From an optimization exercise on the open Yosys and OpenROAD flow, aimed at small area, a short achievable clock period and few clock cycles; shortcuts taken in it are not production practice. Only simulation tests tie the RTL to the original design; equivalence was not proved.

==> inputs of job 7678 <==
// kzdec
module kzdec (
    input  wire        clk,
    input  wire        rst,
    input  wire        start,
    input  wire        cfg_first,      
    input  wire [1:0]  cfg_order,      
    input  wire [4:0]  cfg_k0,         
    input  wire [3:0]  cfg_stride,     
    input  wire [2:0]  cfg_lane0,      
    input  wire [14:0] cfg_words,      
    input  wire [1:0]  cfg_tail,       
    input  wire [16:0] cfg_coded_len,  
    output wire        busy,
    input  wire        in_valid,
    input  wire [31:0] in_data,
    output wire        in_ready,
    output wire        out_valid,
    output wire [31:0] out_data,
    output wire        out_tail,
    input  wire        out_ready,
    output wire        done,
    output reg         err,
    output wire [31:0] crc
);
    localparam [1:0] K_SAMPLE = 2'd0,
                     K_MATCH  = 2'd1,
                     K_TAIL   = 2'd2;
    reg        busy_r;
    reg        run;            
    reg [1:0]  order;
    reg [3:0]  stride;
    reg [1:0]  tail_n;
    reg [14:0] words_left;     
    reg [14:0] beats_left;     
    reg [19:0] bits_left;      
    reg [5:0]  produced;       
    reg        inr;
    reg [95:0] bbuf;
    reg [6:0]  bcnt;
    reg        p_v;
    reg [1:0]  p_kind;
    reg [23:0] p_u;            
    reg        p_fn;           
    reg [7:0]  p_fv;           
    reg [14:0] p_len;          
    reg [4:0]  p_dist;         
    reg [2:0]   lane2;         
  ...
==> flow/config.mk <==
export PLATFORM = sky130hd
export DESIGN_NAME = kzdec
export DESIGN_NICKNAME = kzdec
export VERILOG_FILES = /design/flow/design.v
export SDC_FILE = /design/flow/constraint.sdc
export NUM_CORES = 4
export LEC_CHECK = 0
export CAP_MARGIN = 20
export CORE_MARGIN = 2
export CORE_UTILIZATION = 60
export SETUP_SLACK_MARGIN = 5
export SLEW_MARGIN = 20
==> flow/constraint.sdc <==
create_clock -name core_clock -period 14.0 [get_ports {clk}]
set_input_delay 2.8000 -clock core_clock [delete_from_list [all_inputs] [get_ports {clk}]]
set_output_delay 2.8000 -clock core_clock [all_outputs]
set_load 0.01 [all_outputs]
standard.sh (not shown) runs the stock make flow with config.mk's settings and CLKGATE_MAP_FILE= SYNTH_SCRIPT=/design/flow/synth_recipe.tcl, a recipe that flattens the netlist after the stock synthesis.
==> flow/flow/run.sh <==
#!/bin/bash
set -euo pipefail
bash standard.sh SETUP_SLACK_MARGIN=6.5 finish > standard.log 2>&1
==> job 7830 (differences from job 7678) <==
--- a/flow/design.v
+++ b/flow/design.v
@@ -62,17 +62,17 @@
     reg [23:0] aw_val;
     assign busy      = busy_r;
     assign in_ready  = inr;
     assign out_valid = out_v;
     assign out_data  = out_d;
     assign out_tail  = out_t;
     assign crc = ~crc_r;
     wire adv2 = !out_v || out_ready;
-    wire p_last = (p_kind != K_MATCH) || (p_len == 15'd0);
+    wire p_last = (p_kind != K_MATCH) || (p_len == 15'd1);
     wire p_consume = p_v && adv2 && p_last;
     wire p_free = !p_v || (adv2 && p_last);
     wire build = p_v && adv2;
     wire fin_ok = busy_r && !run && (beats_left == 15'd0) && !p_v && !out_v && (tcrc == 2'd0);
     assign done = fin_ok;
     function [2:0] lane_inc;
         input [2:0] l;
         input [3:0] s;
@@ -118,42 +118,38 @@
     wire [5:0]  qk   = {1'b0, q} + {1'b0, kpar};
     wire [6:0]  ls   = esc ? 7'd49 : ({1'b0, qk} + 7'd2);
     wire [6:0]  lm   = {2'd0, nz, 1'b0} + 7'd18;
     wire [6:0]  sh   = kind ? (lm - 7'd16) : ls;
     wire [95:0] s1   = mbuf << sh;      
     wire [95:0] f1   = bbuf << sh;      
     wire        fb   = f1[95];
     wire [7:0]  fv   = f1[94:87];
-    wire [6:0]  use0 = kind ? lm : (ls + 7'd1);
-    wire [6:0]  use1 = kind ? lm : (ls + 7'd9);
-    wire [6:0]  use_tok = fb ? use1 : use0;
+    wire [6:0]  use_tok = kind ? lm : (ls + (fb ? 7'd9 : 7'd1));
     wire [95:0] s2   = kind ? {s1[79:0], 16'd0} : (fb ? {s1[86:0], 9'd0} : {s1[94:0], 1'b0});
     wire [7:0]  bc11 = {1'b0, bcnt} - 8'd11;
     wire        fit_s = !bc11[7] && ({2'd0, qk} <= bc11);
     wire        fit_e = bcnt >= (bbuf[46] ? 7'd58 : 7'd50);
     wire        fit_m = lm <= bcnt;
     wire        fits = (kind ? fit_m : esc ? fit_e : fit_s) || (bits_left <= {13'd0, bcnt});
     wire [71:0] rsh  = {24'd0, bbuf[93:46]} << qk;
     wire [23:0] r    = rsh[71:48] & ~(24'hFF_FFFF << kpar);
     wire [28:0] qsh  = {24'd0, q} << kpar;
     wire [23:0] u    = esc ? bbuf[70:47] : (qsh[23:0] | r);
     wire        u_ovf = !esc && (qsh[28:24] != 5'd0);
     wire [25:0] asum = {1'b0, acur, 1'b1} + {1'b0, u, 1'b1};
     wire [23:0] anew = asum[25:2];
     wire [43:0] zb    = bbuf[94:51];
     wire [43:0] zv    = zb >> (6'd43 - {1'b0, nz, 1'b0});
-    wire [14:0] mv1   = zv[14:0];       
+    wire [14:0] mlen  = zv[14:0] + 15'd1;
     wire [15:0] dm1   = f1[95:80];
     wire tok_phase = run && (words_left != 15'd0);
     wire go = tok_phase && fits && p_free;
-    wire over0 = {13'd0, use0} > bits_left;
-    wire over1 = {13'd0, use1} > bits_left;
-    wire tok_err = (fb ? over1 : over0) ||
-                   (kind ? ((nz == 4'd14) || (mv1 >= words_left) ||
+    wire tok_err = ({13'd0, use_tok} > bits_left) ||
+                   (kind ? ((nz == 4'd14) || (mlen > words_left) ||
                             (dm1 >= 16'd32) || ({1'b0, dm1[4:0]} >= produced))
                          : u_ovf);
     wire pad_phase = run && (words_left == 15'd0);
     wire pad_long  = bits_left > 20'd7;
     wire [6:0] pad_need = {4'd0, bits_left[2:0]} + {2'd0, tail_n, 3'd0};
     wire pad_have  = (pad_need <= bcnt);
     wire [6:0] padbits = bbuf[95:89] >> (3'd7 - bits_left[2:0]);
     wire [95:0] tb_sh = bbuf << bits_left[2:0];
@@ -266,19 +262,17 @@
         for (co = 0; co < 32; co = co + 1) begin
             crc_word[co] = ^(crc_x4 & CRC4M[32*co +: 32]);
             crc_tb[co]   = ^(crc_x1 & CRC1M[32*co +: 32]);
         end
     end
     wire in_fire = in_valid && inr;
     wire [14:0] beats_next = beats_left - {14'd0, in_fire};
     wire run_n = run && !(go && tok_err) && !(pad_phase && (pad_long || pad_go));
-    wire [6:0] bcnt_n0 = go ? avail - use0 : avail;
-    wire [6:0] bcnt_n1 = go ? avail - use1 : avail;
-    wire [6:0] bcnt_n = fb ? bcnt_n1 : bcnt_n0;
+    wire [6:0] bcnt_n = go ? avail - use_tok : avail;
     wire       bword_n = build && (p_kind != K_TAIL);
     wire [2:0] lane2_n = bword_n ? lane_inc(lane2, stride) : lane2;
     wire       p_v_n   = go || (p_v && !p_consume);
     wire [2:0] lane1_n = p_v_n ? lane_inc(lane2_n, stride) : lane2_n;
     wire [2:0] lane1_s = (p_v && !p_consume) ? lane_inc(lane2_n, stride) : lane2_n;
     wire [2:0]  lane1_i = lane_inc(lane1, stride);
     wire [23:0] acc_i = (aw_v && aw_lane == lane1_i) ? aw_val : acc[lane1_i];
     wire [23:0] acc_s = (aw_v && aw_lane == lane1_s) ? aw_val : acc[lane1_s];
@@ -329,49 +323,49 @@
             if (tsh != 2'd0) begin
                 hb  <= {hb[247:0], p_u[7:0]};
                 p_u <= p_u >> 8;
                 tsh <= tsh - 2'd1;
             end
         end else begin
             beats_left <= beats_next;
             if (run) begin
-                inr   <= (beats_next != 15'd0) && (!run_n || (fb ? bcnt_n1 <= 7'd64 : bcnt_n0 <= 7'd64));
+                inr   <= (beats_next != 15'd0) && (!run_n || bcnt_n <= 7'd64);
             end else begin
                 inr   <= (beats_next != 15'd0);
             end
             run <= run_n;
             aw_v    <= go && !kind;
             aw_lane <= lane1;
             aw_val  <= anew;
             if (aw_v) acc[aw_lane] <= aw_val;
             if (go) begin
                 if (tok_err) err <= 1'b1;
-                bits_left <= fb ? bits_left - {13'd0, use1} : bits_left - {13'd0, use0};
+                bits_left <= bits_left - {13'd0, use_tok};
                 if (kind) begin
-                    words_left <= words_left + ~mv1;
-                    produced <= (mv1 >= 15'd7 || produced + {mv1[3:0], 2'd0} + 6'd4 >= 6'd32)
-                                ? 6'd32 : produced + {mv1[3:0], 2'd0} + 6'd4;
+                    words_left <= words_left - mlen;
+                    produced <= (mlen >= 15'd8 || produced + {mlen[3:0], 2'd0} >= 6'd32)
+                                ? 6'd32 : produced + {mlen[3:0], 2'd0};
                 end else begin
                     words_left <= words_left - 15'd1;
                     produced <= (produced >= 6'd28) ? 6'd32 : produced + 6'd4;
                 end
             end
             if (pad_phase) begin
                 if (pad_long || (pad_go && pad_bad)) err <= 1'b1;
                 if (pad_go) produced <= (produced + {4'd0, tail_n} >= 6'd32) ? 6'd32
                                         : produced + {4'd0, tail_n};
             end
             if (p_free) begin
                 p_v    <= (go && !tok_err) || (pad_go && !pad_bad && tail_n != 2'd0);
                 p_kind <= pad_phase ? K_TAIL : kind ? K_MATCH : K_SAMPLE;
                 p_u    <= pad_phase ? tail_w : u;
                 p_fn   <= fb;
                 p_fv   <= fv;
-                p_len  <= mv1;
+                p_len  <= mlen;
                 p_dist <= dm1[4:0];
             end else if (build) begin
                 p_len <= p_len - 15'd1;
             end
             if (build) begin
                 out_d <= bword;
                 out_t <= (p_kind == K_TAIL);
                 if (p_kind != K_TAIL) begin
==> flow/flow/run.sh (replaced) <==
#!/bin/bash
set -euo pipefail
bash standard.sh SETUP_SLACK_MARGIN=8 finish > standard.log 2>&1
Settings changed: CORE_UTILIZATION 60 to 50.
==> impl_metrics.ini <==
[yosys]
netlist_area_um2 = 95500

[grt]
met3_usage = 0.212

[outcome]
status = finished clean

[timing]
slew_headroom = 0.0640

[final_layout]
nonClkBufAreaFrac = 0.0533

[detailed_routing]
wl_met1_um = 144000
drtIter0Drc = 20000
(the above is from job 7678)
==> impl_metrics.ini <==
[outcome]
status = finished clean

[detailed_routing]
wl_met1_um = 169000
drtIter0Drc = 17500

[final_layout]
fin_util = 0.643
nonClkBufAreaFrac = 0.112

[yosys]
yosysWarnings = 1

[grt]
grt_max_degree = 159
met3_usage = 0.148
(the above is from job 7830)
Testbench counts of job 7678, summed over its fixed seeds: cycles 53,532.
Testbench counts of job 7830, summed over its fixed seeds: cycles 53,532.

what the ideal ports hide:
The flow's constraints put no driver on any port. The routed layouts listed below were extracted and timed again, unchanged, in two steps. Step 1, drivers: a clkbuf_16 drives clk and a buf_2 each remaining input, both assumed. Step 2 moves the port delays by t, midway between the first and last clock arrival at a register: inputs arrive t later, outputs are due t later. That takes back most of the time a late clock gives input paths. Three values: ideal ports, drivers, drivers and shift; two values: the first two.
run | t, ns | setup WS [ns] | hold slack, ns | clock arrival spread, ns | cell pins on the clock port's net
job 7678 | 0.960 | 6.283 / 6.283 / 5.474 | 0.406 / 0.406 / 0.406 | 0.081 / 0.082 | 1
job 7830 | 0.928 | 6.371 / 6.371 / 6.300 | 0.407 / 0.407 / 0.407 | 0.077 / 0.078 | 1
After both steps setup and hold are still met in every run listed. The setup slack of job 7678, which loses most, moves by 0.000 ns with the drivers and by -0.809 ns with both steps.
